Context: an optimization exercise on an open-source flow, tuned for small area, a short achievable clock period and few clock cycles per item. The choices shown serve that exercise and are no tape-out recipe. No activity file was given, so power comes from the tool's default toggle rates.

==> inputs of yarrow <==
// bf_rescale
module bf_rescale (
    input  wire        clk,
    input  wire        rst,
    input  wire        start,
    input  wire [63:0] mask,
    input  wire [1:0]  rs_cap,
    output wire        ready,
    output reg         rd_en,
    output wire [5:0]  rd_addr,
    input  wire [31:0] rd_data,
    output reg         out_valid,
    output reg  [5:0]  out_idx,
    output reg  [12:0] out_i,
    output reg  [12:0] out_q,
    output reg         done,
    output wire [15:0] s_out,
    output wire [4:0]  exp_out,
    output wire        null_out
);
==> flow/config.mk <==
export PLATFORM = sky130hd
export DESIGN_NAME = bf_rescale
export DESIGN_NICKNAME = bf_rescale
export VERILOG_FILES = /design/flow/design.v
export SDC_FILE = /design/flow/constraint.sdc
export NUM_CORES = 4
export LEC_CHECK = 0
export CAP_MARGIN = 20
export CORE_MARGIN = 2
export CORE_UTILIZATION = 40
export PLACE_DENSITY = 0.6
export SLEW_MARGIN = 20
==> flow/constraint.sdc <==
create_clock -name core_clock -period 12.0 [get_ports {clk}]
set_input_delay 2.4000 -clock core_clock [delete_from_list [all_inputs] [get_ports {clk}]]
set_output_delay 2.4000 -clock core_clock [all_outputs]
set_load 0.01 [all_outputs]
standard.sh (not shown) runs the stock make flow with config.mk's settings and CLKGATE_MAP_FILE= SYNTH_SCRIPT=/design/flow/synth_recipe.tcl, a recipe that flattens the netlist after the stock synthesis.
==> flow/flow/run.sh <==
#!/bin/bash
# The standard layout, with the setup repair aiming for a margin below the clock period
# and plain buffers (not delay cells) on the ports.
set -euo pipefail
bash standard.sh SETUP_SLACK_MARGIN=8.6 "BUFFER_PORTS_ARGS=-buffer_cell sky130_fd_sc_hd__buf_2" finish > standard_make.log 2>&1
==> garnet (differences from yarrow) <==
--- a/flow/design.v
+++ b/flow/design.v
@@ -18,46 +18,58 @@
     output wire        null_out
 );
     localparam [1:0] S_IDLE = 2'd0,
                      S_P1   = 2'd1,
                      S_DIV  = 2'd2,
                      S_P2   = 2'd3;
-    localparam [5:0] D_FIRST  = 6'd5;
-    localparam [5:0] P2_FIRST = 6'd37;
-    localparam [5:0] P2_LAST  = 6'd36;
+    localparam [5:0] D_FIRST  = 6'd6;
+    localparam [5:0] P2_FIRST = 6'd38;
+    localparam [5:0] P2_LAST  = 6'd37;
     localparam [1:0] M_SQ  = 2'd0,     
                      M_ONE = 2'd1,     
                      M_S   = 2'd2;     
     reg [1:0]  state;
     reg        ready_r;
     reg [5:0]  cnt;
+    reg        ready_o;
+    reg [5:0]  ra_r;
     reg [63:0] mask_r;
     reg        cap_hi, cap_lo;
     reg        two;                     
     reg [15:0] s_r;
     reg [4:0]  exp_r;
     reg        null_r;
-    assign ready    = ready_r;
-    assign rd_addr  = cnt;
+    assign ready    = ready_o;
+    assign rd_addr  = ra_r;
     assign s_out    = s_r;
     assign exp_out  = exp_r;
     assign null_out = null_r;
     wire accept = start & ready_r;
     wire last_rd  = (state == S_P1 && cnt == 6'd0) || (state == S_P2 && cnt == P2_LAST);
     wire first_rd = (state == S_P1 && cnt == 6'd1) || (state == S_P2 && cnt == P2_FIRST);
     always @(posedge clk) begin
         cnt    <= ready_r ? 6'd1 : cnt + 6'd1;
+        ra_r   <= ready_r ? 6'd1 : ra_r + 6'd1;
         mask_r <= ready_r ? {mask[0], mask[63:1]} : {mask_r[0], mask_r[63:1]};
         if (ready_r) begin
             cap_hi <= rs_cap[1];
             cap_lo <= rs_cap[0];
         end
         if (state == S_P1 && cnt == 6'd1)
             two <= ~cap_hi & (|mask_r);
     end
     always @(posedge clk) begin
+        if (rst)
+            ready_o <= 1'b1;
+        else if (ready_r)
+            ready_o <= ~start;
+        else
+            ready_o <= (state == S_P1 && cnt == 6'd63 && !two) ||
+                       (state == S_P2 && cnt == P2_LAST - 6'd1);
+    end
+    always @(posedge clk) begin
         if (rst) begin
             state   <= S_IDLE;
             rd_en   <= 1'b0;
             ready_r <= 1'b1;
         end else begin
             case (state)
@@ -200,48 +212,57 @@
             nz   <= nz_t;
             anym <= anym_t;
         end
         m4     <= m3;
         first4 <= first3;
     end
+    reg        m5;
+    reg [23:0] pw;
+    always @(posedge clk) begin
+        m5 <= m4;
+        pw <= v4 ? {1'b0, hi_i, out_i} + {1'b0, hi_q, out_q} : 24'd0;
+    end
     reg [33:0] z;
     reg [29:0] s_rem;
     reg [1:0]  qb;
     reg        ovf;
-    reg [14:0] root;
     reg [16:0] srem;
     wire        in_div  = (state == S_DIV) && (cnt >= D_FIRST);
     wire        d_neg   = z[33];
     wire [32:0] dsum    = {z[33:2], 1'b1} + {(d_neg ? {2'b00, s_rem} : ~{2'b00, s_rem}), ~d_neg};
     wire [31:0] dnew    = dsum[32:1];
     wire        q_bit   = ~dnew[31];
     wire        s_neg   = srem[16];
+    wire [14:0] root    = s_r[14:0];
     wire [18:0] ssh     = {srem, qb};
     wire [18:0] snew    = ssh + {(s_neg ? {2'b00, root} : ~{2'b00, root}), 2'b11};
     wire        s_bit   = ~snew[18];
     wire        sq_step = (state == S_DIV) && (cnt[0] == D_FIRST[0] + 1'b1) && (cnt >= D_FIRST + 6'd3);
     wire [15:0] cap_v   = cap_lo ? 16'd23170 : 16'd32768;
-    wire [29:0] sq_i    = {7'd0, hi_i, out_i};
-    wire [29:0] sq_q    = {7'd0, hi_q, out_q};
     wire        big     = ovf | (cap_lo & (root >= 15'd23170));
     always @(posedge clk) begin
         if (in_div)
             z <= {dnew[30:0], z[1:0], 1'b0};
+        else if (first4)
+            z <= 34'd0;
+        else
+            z <= {4'd0, z[29:0] + {6'd0, pw}};
+        if (first4)
+            s_rem <= 30'd0;
         else
-            z <= {4'd0, (first4 ? 30'd0 : z[29:0]) + (v4 ? sq_i : 30'd0) + (v4 ? sq_q : 30'd0)};
-        s_rem <= (first4 ? 30'd0 : s_rem) + ((v4 & ~m4) ? sq_i : 30'd0) + ((v4 & ~m4) ? sq_q : 30'd0);
+            s_rem <= s_rem + (m5 ? 30'd0 : {6'd0, pw});
         if (in_div) begin
             qb <= {qb[0], q_bit};
             if (cnt == D_FIRST)
                 ovf <= q_bit;
         end
         if (state == S_DIV && cnt == D_FIRST) begin
-            root <= 15'd0;
+            s_r  <= 16'd0;
             srem <= 17'd0;
         end else if (sq_step) begin
-            root <= {root[13:0], s_bit};
+            s_r  <= {1'b0, root[13:0], s_bit};
             srem <= snew[16:0];
         end
         if (state == S_P2 && cnt == P2_FIRST) begin
             s_r    <= !nz ? 16'd0 : big ? cap_v : {1'b0, root};
             null_r <= !nz;
         end
==> flow/flow/run.sh (replaced) <==
#!/bin/bash
# The standard layout, with the setup repair aiming for a margin below the clock period
# and plain buffers (not delay cells) on the ports.
set -euo pipefail
bash standard.sh SETUP_SLACK_MARGIN=8.6 CTS_CLUSTER_SIZE=20 CTS_CLUSTER_DIAMETER=100 "BUFFER_PORTS_ARGS=-buffer_cell sky130_fd_sc_hd__buf_2" finish > standard_make.log 2>&1
==> key figures <==
Synth
  • Simple-gate area share of the yosys netlist: 11.0%
  • Largest cells by area after synthesis: dfxtp_1 30%, xnor2_1 9.3%, ha_1 9.1%

Routing
  • DR pass1 iterations: 7

Critical path
  • Critical Path Start: s_r[4]
  • Critical Path, Cell by Cell: buf_2
  • Crit Path Class: flop to primary output
  • Crit path buf inv count: 1

STA
  • Hold_ws: 0.330 ns

Pwr
  • P_seq: 2550 uW

Status
  • Status: complete, no violations

Place
  • GPL Wtd Cong: 0.900
(the above is from garnet)
==> key figures <==
Critical path
  • Critical Path Start: v4
  • Critical Path, Cell by Cell: buf_12 -> buf_16 -> nand2_2 -> or2_4 -> fa_1 -> inv_1 -> ha_4 -> o211ai_1 -> o211a_1 -> o31ai_4 -> o311ai_4 -> a31oi_4 -> nor4_2 -> buf_4 -> o41ai_4 -> nand4_1 -> xor2_1 -> nor2_1

Place
  • GPL Wtd Cong: 0.880

STA
  • Hold_ws: 0.318 ns

Routing
  • DR pass1 iterations: 8

Status
  • Status: complete, no violations
(the above is from yarrow)
Function was not checked in any run of this note: the RTL went through the layout flow alone.

[port drivers added, routing unchanged]
No port has a modelled driver above. Below, the same layouts with a new extraction and two added sets of constraints. Step 1 assumes that a clkbuf_16 drives the clock port and a buf_2 every other input. Step 2 adds t to the input delays and takes it off the output delays; t is the mean of the earliest and latest rising clock arrival at the registers after step 1. Input paths then give back, and output paths get back, about the clock's delay inside the block. Slacks: no drivers / after step 1 / after step 2; pairs: no drivers / after step 1.
run | shift t [ns] | setup slack, ns | pins driven straight from the clock port
yarrow | 0.663 | 7.699 / 7.699 / 7.699 | 1
garnet | 0.681 | 8.326 / 8.265 / 8.251 | 1
After both steps setup and hold are still met in every run listed. The setup slack of garnet, which loses most, moves by -0.061 ns with the drivers and by -0.075 ns with both steps.
